Background: an optimization exercise with open tools, aiming at small area and a short achievable clock period. Do not read the settings as production practice.
RTL that was checked went through simulation tests only; none was proved equivalent to the original.
No activity file was given, so power comes from the tool's default toggle rates.

==> run a <==
Design fmt_convert, start of the top module:
module fmt_convert (
    input  wire        clk,
    input  wire        rst,
    input  wire        in_valid,
    input  wire [3:0]  in_src,
    input  wire [3:0]  in_dst,
    input  wire [63:0] in_data,
    output reg         out_valid,
    output reg  [63:0] out_data
);
clock: 22.0 ns
lec_check: 0
abc_area: 1
cap_margin: 30
core_margin: 2
core_utilization: 25
slew_margin: 30
run.sh (not shown) runs the stock make flow with config.mk's settings and CLKGATE_MAP_FILE= SYNTH_SCRIPT=/design/flow/synth_recipe.tcl, a recipe that flattens the netlist after the stock synthesis.
==> run b (differences from run a) <==
==> flow/config.mk (replaced) <==
export PLATFORM = sky130hd
export DESIGN_NAME = fmt_convert
export DESIGN_NICKNAME = fmt_convert
export VERILOG_FILES = /design/flow/design.v
export SDC_FILE = /design/flow/constraint.sdc
export NUM_CORES = 4
export LEC_CHECK = 0
export ABC_AREA = 1
export CAP_MARGIN = 30
export CORE_MARGIN = 2
export CORE_UTILIZATION = 55
export SLEW_MARGIN = 30
==> run c (differences from run a) <==
--- a/flow/design.v
+++ b/flow/design.v
@@ -271,53 +271,54 @@
                 7'd125: r_tab = 10'h040;
                 7'd126: r_tab = 10'h040;
                 7'd127: r_tab = 10'h040;
                 default: r_tab = 10'h000;
             endcase
         end
     endfunction
     function [7:0] b_tab;
+        input       di;
         input [2:0] s;
         input [1:0] d;
         begin
-            case ({s, d})
-                5'd0: b_tab = 8'd130;
-                5'd1: b_tab = 8'd134;
-                5'd2: b_tab = 8'd158;
-                5'd3: b_tab = 8'd190;
-                5'd4: b_tab = 8'd130;
-                5'd5: b_tab = 8'd134;
-                5'd6: b_tab = 8'd158;
-                5'd7: b_tab = 8'd190;
-                5'd8: b_tab = 8'd18;
-                5'd9: b_tab = 8'd22;
-                5'd10: b_tab = 8'd46;
-                5'd11: b_tab = 8'd78;
-                5'd12: b_tab = 8'd18;
-                5'd13: b_tab = 8'd22;
-                5'd14: b_tab = 8'd46;
-                5'd15: b_tab = 8'd78;
-                5'd16: b_tab = 8'd10;
-                5'd17: b_tab = 8'd14;
-                5'd18: b_tab = 8'd38;
-                5'd19: b_tab = 8'd70;
-                5'd20: b_tab = 8'd6;
-                5'd21: b_tab = 8'd10;
-                5'd22: b_tab = 8'd34;
-                5'd23: b_tab = 8'd66;
-                5'd24: b_tab = 8'd4;
-                5'd25: b_tab = 8'd8;
-                5'd26: b_tab = 8'd32;
-                5'd27: b_tab = 8'd64;
-                5'd28: b_tab = 8'd4;
-                5'd29: b_tab = 8'd8;
-                5'd30: b_tab = 8'd32;
-                5'd31: b_tab = 8'd64;
-                default: b_tab = 8'd0;
+            case ({di, s, d})
+                6'd32: b_tab = 8'd130;
+                6'd33: b_tab = 8'd134;
+                6'd34: b_tab = 8'd158;
+                6'd35: b_tab = 8'd190;
+                6'd36: b_tab = 8'd130;
+                6'd37: b_tab = 8'd134;
+                6'd38: b_tab = 8'd158;
+                6'd39: b_tab = 8'd190;
+                6'd40: b_tab = 8'd18;
+                6'd41: b_tab = 8'd22;
+                6'd42: b_tab = 8'd46;
+                6'd43: b_tab = 8'd78;
+                6'd44: b_tab = 8'd18;
+                6'd45: b_tab = 8'd22;
+                6'd46: b_tab = 8'd46;
+                6'd47: b_tab = 8'd78;
+                6'd48: b_tab = 8'd10;
+                6'd49: b_tab = 8'd14;
+                6'd50: b_tab = 8'd38;
+                6'd51: b_tab = 8'd70;
+                6'd52: b_tab = 8'd6;
+                6'd53: b_tab = 8'd10;
+                6'd54: b_tab = 8'd34;
+                6'd55: b_tab = 8'd66;
+                6'd56: b_tab = 8'd4;
+                6'd57: b_tab = 8'd8;
+                6'd58: b_tab = 8'd32;
+                6'd59: b_tab = 8'd64;
+                6'd60: b_tab = 8'd4;
+                6'd61: b_tab = 8'd8;
+                6'd62: b_tab = 8'd32;
+                6'd63: b_tab = 8'd64;
+                default: b_tab = 8'd255;
             endcase
         end
     endfunction
     reg        s0_valid;
     reg [3:0]  s0_src;
     reg [3:0]  s0_dst;
     reg [63:0] s0_data;
     always @(posedge clk) begin
@@ -388,23 +389,47 @@
     wire [23:0] f_sig = {f_hid, f_m};
     wire [7:0]  f_e1  = {f_e[7:1], f_e[0] | ~f_hid};    
     wire a_sign = src_int ? i_sign : f_sign;
     wire a_nan  = ~src_int & f_nan;
     wire a_inf  = ~src_int & f_inf;
     wire ii     = src_int & dst_int;
     wire [63:0] x0 = src_int ? ival : {f_sig, 40'd0};
     wire        p  = src_int & i_sign;    
-    wire z5 = ~|(x0[63:32] ^ {32{p}});
+    wire [63:0] xq = x0 ^ {64{p}};
+    wire [15:0] q4;
+    genvar gq;
+    generate
+        for (gq = 0; gq < 16; gq = gq + 1) begin : g_q4
+            assign q4[gq] = ~|xq[4*gq+3:4*gq];
+        end
+    endgenerate
+    wire [7:0] q8p;
+    wire [3:0] q16p;
+    wire [1:0] q32p;
+    generate
+        for (gq = 0; gq < 8; gq = gq + 1) begin : g_q8
+            assign q8p[gq] = q4[2*gq+1] & q4[2*gq];
+        end
+        for (gq = 0; gq < 4; gq = gq + 1) begin : g_q16
+            assign q16p[gq] = q8p[2*gq+1] & q8p[2*gq];
+        end
+        for (gq = 0; gq < 2; gq = gq + 1) begin : g_q32
+            assign q32p[gq] = q16p[2*gq+1] & q16p[2*gq];
+        end
+    endgenerate
+    wire z5 = q32p[1];
+    wire z4 = z5 ? q16p[1] : q16p[3];
+    wire [2:0] a3 = {~z5, ~z4, 1'b1};             
+    wire z3 = q8p[a3];
+    wire [3:0] a2 = {~z5, ~z4, ~z3, 1'b1};        
+    wire z2 = q4[a2];
     wire [63:0] x1 = z5 ? {x0[31:0], 32'd0} : x0;
-    wire z4 = ~|(x1[63:48] ^ {16{p}});
     wire [63:0] x2 = z4 ? {x1[47:0], 16'd0} : x1;
-    wire z3 = ~|(x2[63:56] ^ {8{p}});
     wire [63:0] x3 = z3 ? {x2[55:0], 8'd0} : x2;
-    wire z2 = ~|(x3[63:60] ^ {4{p}});
     wire [63:0] x4 = z2 ? {x3[59:0], 4'd0} : x3;
     wire st_a = (~z5 & (|x0[6:0]))  | (~z4 & (|x1[22:7])) |
                 (~z3 & (|x2[30:23])) | (~z2 & (|x3[34:31]));
     wire zero = src_int ? (~p & ~(|x4[63:60])) : ~(|f_sig);
     wire [9:0]  c1   = t_tab(src_int, s0_src[2:0], s0_dst[2:0]);
     wire [10:0] t_w  = add10({2'b00, src_int ? 8'd0 : f_e1}, c1, 1'b0);
     wire [9:0]  t_fb = t_w[9:0];
     reg [23:0] tmask;
@@ -415,17 +440,17 @@
     end
     wire sub = ~src_int & (f_hid ? t_fb[9] : ~(|(f_sig & tmask)));
     wire        neg2 = dst_int & f_sign;
     wire [25:0] nsig = inc25({1'b1, ~f_sig}, 1'b1);
     wire [24:0] s25  = neg2 ? nsig[24:0] : {1'b0, f_sig};
     wire [10:0] r_w  = add10(r_tab(dst_int, s0_src[2:0], s0_dst[2:0]), ~{2'b00, f_e1}, 1'b1);
     wire        r_big = r_w[9] | r_w[8] | r_w[7] | (r_w[6] & (r_w[5:0] >= 6'd2));
     wire [6:0]  rsh  = r_big ? 7'd66 : r_w[6:0];
-    wire [10:0] b_w  = add10({2'b00, f_e1}, ~{2'b00, b_tab(s0_src[2:0], s0_dst[1:0])}, 1'b1);
+    wire [10:0] b_w  = add10({2'b00, f_e1}, ~{2'b00, b_tab(dst_int, s0_src[2:0], s0_dst[1:0])}, 1'b1);
     wire        i_big = b_w[10];
     reg        s1_valid;
     reg [3:0]  s1_dst;
     reg        s1_ok;
     reg        s1_ii;
     reg        s1_sign;
     reg        s1_negi;     
     reg        s1_neg2;     
==> flow/config.mk (replaced) <==
export PLATFORM = sky130hd
export DESIGN_NAME = fmt_convert
export DESIGN_NICKNAME = fmt_convert
export VERILOG_FILES = /design/flow/design.v
export SDC_FILE = /design/flow/constraint.sdc
export NUM_CORES = 4
export LEC_CHECK = 0
export ABC_AREA = 1
export CAP_MARGIN = 35
export CORE_MARGIN = 2
export CORE_UTILIZATION = 40
export SLEW_MARGIN = 45
==> run d (differences from run a) <==
--- a/flow/design.v
+++ b/flow/design.v
@@ -271,53 +271,54 @@
                 7'd125: r_tab = 10'h040;
                 7'd126: r_tab = 10'h040;
                 7'd127: r_tab = 10'h040;
                 default: r_tab = 10'h000;
             endcase
         end
     endfunction
     function [7:0] b_tab;
+        input       di;
         input [2:0] s;
         input [1:0] d;
         begin
-            case ({s, d})
-                5'd0: b_tab = 8'd130;
-                5'd1: b_tab = 8'd134;
-                5'd2: b_tab = 8'd158;
-                5'd3: b_tab = 8'd190;
-                5'd4: b_tab = 8'd130;
-                5'd5: b_tab = 8'd134;
-                5'd6: b_tab = 8'd158;
-                5'd7: b_tab = 8'd190;
-                5'd8: b_tab = 8'd18;
-                5'd9: b_tab = 8'd22;
-                5'd10: b_tab = 8'd46;
-                5'd11: b_tab = 8'd78;
-                5'd12: b_tab = 8'd18;
-                5'd13: b_tab = 8'd22;
-                5'd14: b_tab = 8'd46;
-                5'd15: b_tab = 8'd78;
-                5'd16: b_tab = 8'd10;
-                5'd17: b_tab = 8'd14;
-                5'd18: b_tab = 8'd38;
-                5'd19: b_tab = 8'd70;
-                5'd20: b_tab = 8'd6;
-                5'd21: b_tab = 8'd10;
-                5'd22: b_tab = 8'd34;
-                5'd23: b_tab = 8'd66;
-                5'd24: b_tab = 8'd4;
-                5'd25: b_tab = 8'd8;
-                5'd26: b_tab = 8'd32;
-                5'd27: b_tab = 8'd64;
-                5'd28: b_tab = 8'd4;
-                5'd29: b_tab = 8'd8;
-                5'd30: b_tab = 8'd32;
-                5'd31: b_tab = 8'd64;
-                default: b_tab = 8'd0;
+            case ({di, s, d})
+                6'd32: b_tab = 8'd130;
+                6'd33: b_tab = 8'd134;
+                6'd34: b_tab = 8'd158;
+                6'd35: b_tab = 8'd190;
+                6'd36: b_tab = 8'd130;
+                6'd37: b_tab = 8'd134;
+                6'd38: b_tab = 8'd158;
+                6'd39: b_tab = 8'd190;
+                6'd40: b_tab = 8'd18;
+                6'd41: b_tab = 8'd22;
+                6'd42: b_tab = 8'd46;
+                6'd43: b_tab = 8'd78;
+                6'd44: b_tab = 8'd18;
+                6'd45: b_tab = 8'd22;
+                6'd46: b_tab = 8'd46;
+                6'd47: b_tab = 8'd78;
+                6'd48: b_tab = 8'd10;
+                6'd49: b_tab = 8'd14;
+                6'd50: b_tab = 8'd38;
+                6'd51: b_tab = 8'd70;
+                6'd52: b_tab = 8'd6;
+                6'd53: b_tab = 8'd10;
+                6'd54: b_tab = 8'd34;
+                6'd55: b_tab = 8'd66;
+                6'd56: b_tab = 8'd4;
+                6'd57: b_tab = 8'd8;
+                6'd58: b_tab = 8'd32;
+                6'd59: b_tab = 8'd64;
+                6'd60: b_tab = 8'd4;
+                6'd61: b_tab = 8'd8;
+                6'd62: b_tab = 8'd32;
+                6'd63: b_tab = 8'd64;
+                default: b_tab = 8'd255;
             endcase
         end
     endfunction
     reg        s0_valid;
     reg [3:0]  s0_src;
     reg [3:0]  s0_dst;
     reg [63:0] s0_data;
     always @(posedge clk) begin
@@ -388,23 +389,47 @@
     wire [23:0] f_sig = {f_hid, f_m};
     wire [7:0]  f_e1  = {f_e[7:1], f_e[0] | ~f_hid};    
     wire a_sign = src_int ? i_sign : f_sign;
     wire a_nan  = ~src_int & f_nan;
     wire a_inf  = ~src_int & f_inf;
     wire ii     = src_int & dst_int;
     wire [63:0] x0 = src_int ? ival : {f_sig, 40'd0};
     wire        p  = src_int & i_sign;    
-    wire z5 = ~|(x0[63:32] ^ {32{p}});
+    wire [63:0] xq = x0 ^ {64{p}};
+    wire [15:0] q4;
+    genvar gq;
+    generate
+        for (gq = 0; gq < 16; gq = gq + 1) begin : g_q4
+            assign q4[gq] = ~|xq[4*gq+3:4*gq];
+        end
+    endgenerate
+    wire [7:0] q8p;
+    wire [3:0] q16p;
+    wire [1:0] q32p;
+    generate
+        for (gq = 0; gq < 8; gq = gq + 1) begin : g_q8
+            assign q8p[gq] = q4[2*gq+1] & q4[2*gq];
+        end
+        for (gq = 0; gq < 4; gq = gq + 1) begin : g_q16
+            assign q16p[gq] = q8p[2*gq+1] & q8p[2*gq];
+        end
+        for (gq = 0; gq < 2; gq = gq + 1) begin : g_q32
+            assign q32p[gq] = q16p[2*gq+1] & q16p[2*gq];
+        end
+    endgenerate
+    wire z5 = q32p[1];
+    wire z4 = z5 ? q16p[1] : q16p[3];
+    wire [2:0] a3 = {~z5, ~z4, 1'b1};             
+    wire z3 = q8p[a3];
+    wire [3:0] a2 = {~z5, ~z4, ~z3, 1'b1};        
+    wire z2 = q4[a2];
     wire [63:0] x1 = z5 ? {x0[31:0], 32'd0} : x0;
-    wire z4 = ~|(x1[63:48] ^ {16{p}});
     wire [63:0] x2 = z4 ? {x1[47:0], 16'd0} : x1;
-    wire z3 = ~|(x2[63:56] ^ {8{p}});
     wire [63:0] x3 = z3 ? {x2[55:0], 8'd0} : x2;
-    wire z2 = ~|(x3[63:60] ^ {4{p}});
     wire [63:0] x4 = z2 ? {x3[59:0], 4'd0} : x3;
     wire st_a = (~z5 & (|x0[6:0]))  | (~z4 & (|x1[22:7])) |
                 (~z3 & (|x2[30:23])) | (~z2 & (|x3[34:31]));
     wire zero = src_int ? (~p & ~(|x4[63:60])) : ~(|f_sig);
     wire [9:0]  c1   = t_tab(src_int, s0_src[2:0], s0_dst[2:0]);
     wire [10:0] t_w  = add10({2'b00, src_int ? 8'd0 : f_e1}, c1, 1'b0);
     wire [9:0]  t_fb = t_w[9:0];
     reg [23:0] tmask;
@@ -415,17 +440,17 @@
     end
     wire sub = ~src_int & (f_hid ? t_fb[9] : ~(|(f_sig & tmask)));
     wire        neg2 = dst_int & f_sign;
     wire [25:0] nsig = inc25({1'b1, ~f_sig}, 1'b1);
     wire [24:0] s25  = neg2 ? nsig[24:0] : {1'b0, f_sig};
     wire [10:0] r_w  = add10(r_tab(dst_int, s0_src[2:0], s0_dst[2:0]), ~{2'b00, f_e1}, 1'b1);
     wire        r_big = r_w[9] | r_w[8] | r_w[7] | (r_w[6] & (r_w[5:0] >= 6'd2));
     wire [6:0]  rsh  = r_big ? 7'd66 : r_w[6:0];
-    wire [10:0] b_w  = add10({2'b00, f_e1}, ~{2'b00, b_tab(s0_src[2:0], s0_dst[1:0])}, 1'b1);
+    wire [10:0] b_w  = add10({2'b00, f_e1}, ~{2'b00, b_tab(dst_int, s0_src[2:0], s0_dst[1:0])}, 1'b1);
     wire        i_big = b_w[10];
     reg        s1_valid;
     reg [3:0]  s1_dst;
     reg        s1_ok;
     reg        s1_ii;
     reg        s1_sign;
     reg        s1_negi;     
     reg        s1_neg2;     
==> flow/config.mk (replaced) <==
export PLATFORM = sky130hd
export DESIGN_NAME = fmt_convert
export DESIGN_NICKNAME = fmt_convert
export VERILOG_FILES = /design/flow/design.v
export SDC_FILE = /design/flow/constraint.sdc
export NUM_CORES = 4
export LEC_CHECK = 0
export ABC_AREA = 1
export CAP_MARGIN = 40
export CORE_MARGIN = 2
export CORE_UTILIZATION = 40
export SLEW_MARGIN = 60
==> summary of the runs <==
- Run a passed the timing, DRC and antenna checks. Run d finished clean. Run b passed the timing, DRC and antenna checks. Run c passed the timing, DRC and antenna checks.
- Between run a and run c, the lower clock-buffer cell count is in run c (gap 1).
- Of run d and run a, run a has the higher worst hold slack (gap 0.023 ns).
- Cell count: run b < run c < run d < run a.
- The lowest clock power belongs to run d, the highest to run a.
- Of run a and run d, run d has the higher combinational power (gap about 1%, measured against run d).
No functional check of the RTL was part of run a and run b.

-- static timing again, ports no longer ideal --
The flow's constraints put no driver on any port. The routed layouts listed below were extracted and timed again, unchanged, in two steps.
Step 1 (the two cells are an assumption about what drives the block):
set clk [get_ports {clk}]
set_driving_cell -lib_cell sky130_fd_sc_hd__clkbuf_16 $clk
set_driving_cell -lib_cell sky130_fd_sc_hd__buf_2 [delete_from_list [all_inputs] $clk]
Step 2 times the ports against the registers' clock, not the clock port: input delays grow and output delays shrink by t, the midpoint of the rising clock arrivals with the driver on.
Slacks: ideal ports / drivers / drivers and shift; pairs: ideal ports / drivers.
| run | t, ns | setup WS [ns] | worst register clock-pin slew, ns |
|---|---|---|---|
| run a | 0.630 | 14.013 / 14.013 / 14.013 | 0.07 / 0.07 |
| run b | 0.639 | 13.884 / 13.884 / 13.884 | 0.08 / 0.08 |
| run c | 0.611 | 15.913 / 15.913 / 15.913 | 0.06 / 0.06 |
| run d | 0.631 | 16.148 / 16.087 / 15.940 | 0.07 / 0.07 |
After both steps setup and hold are still met in every run listed. For run d, which loses most, drivers alone change the setup slack by -0.061 ns; drivers and shift together by -0.208 ns.
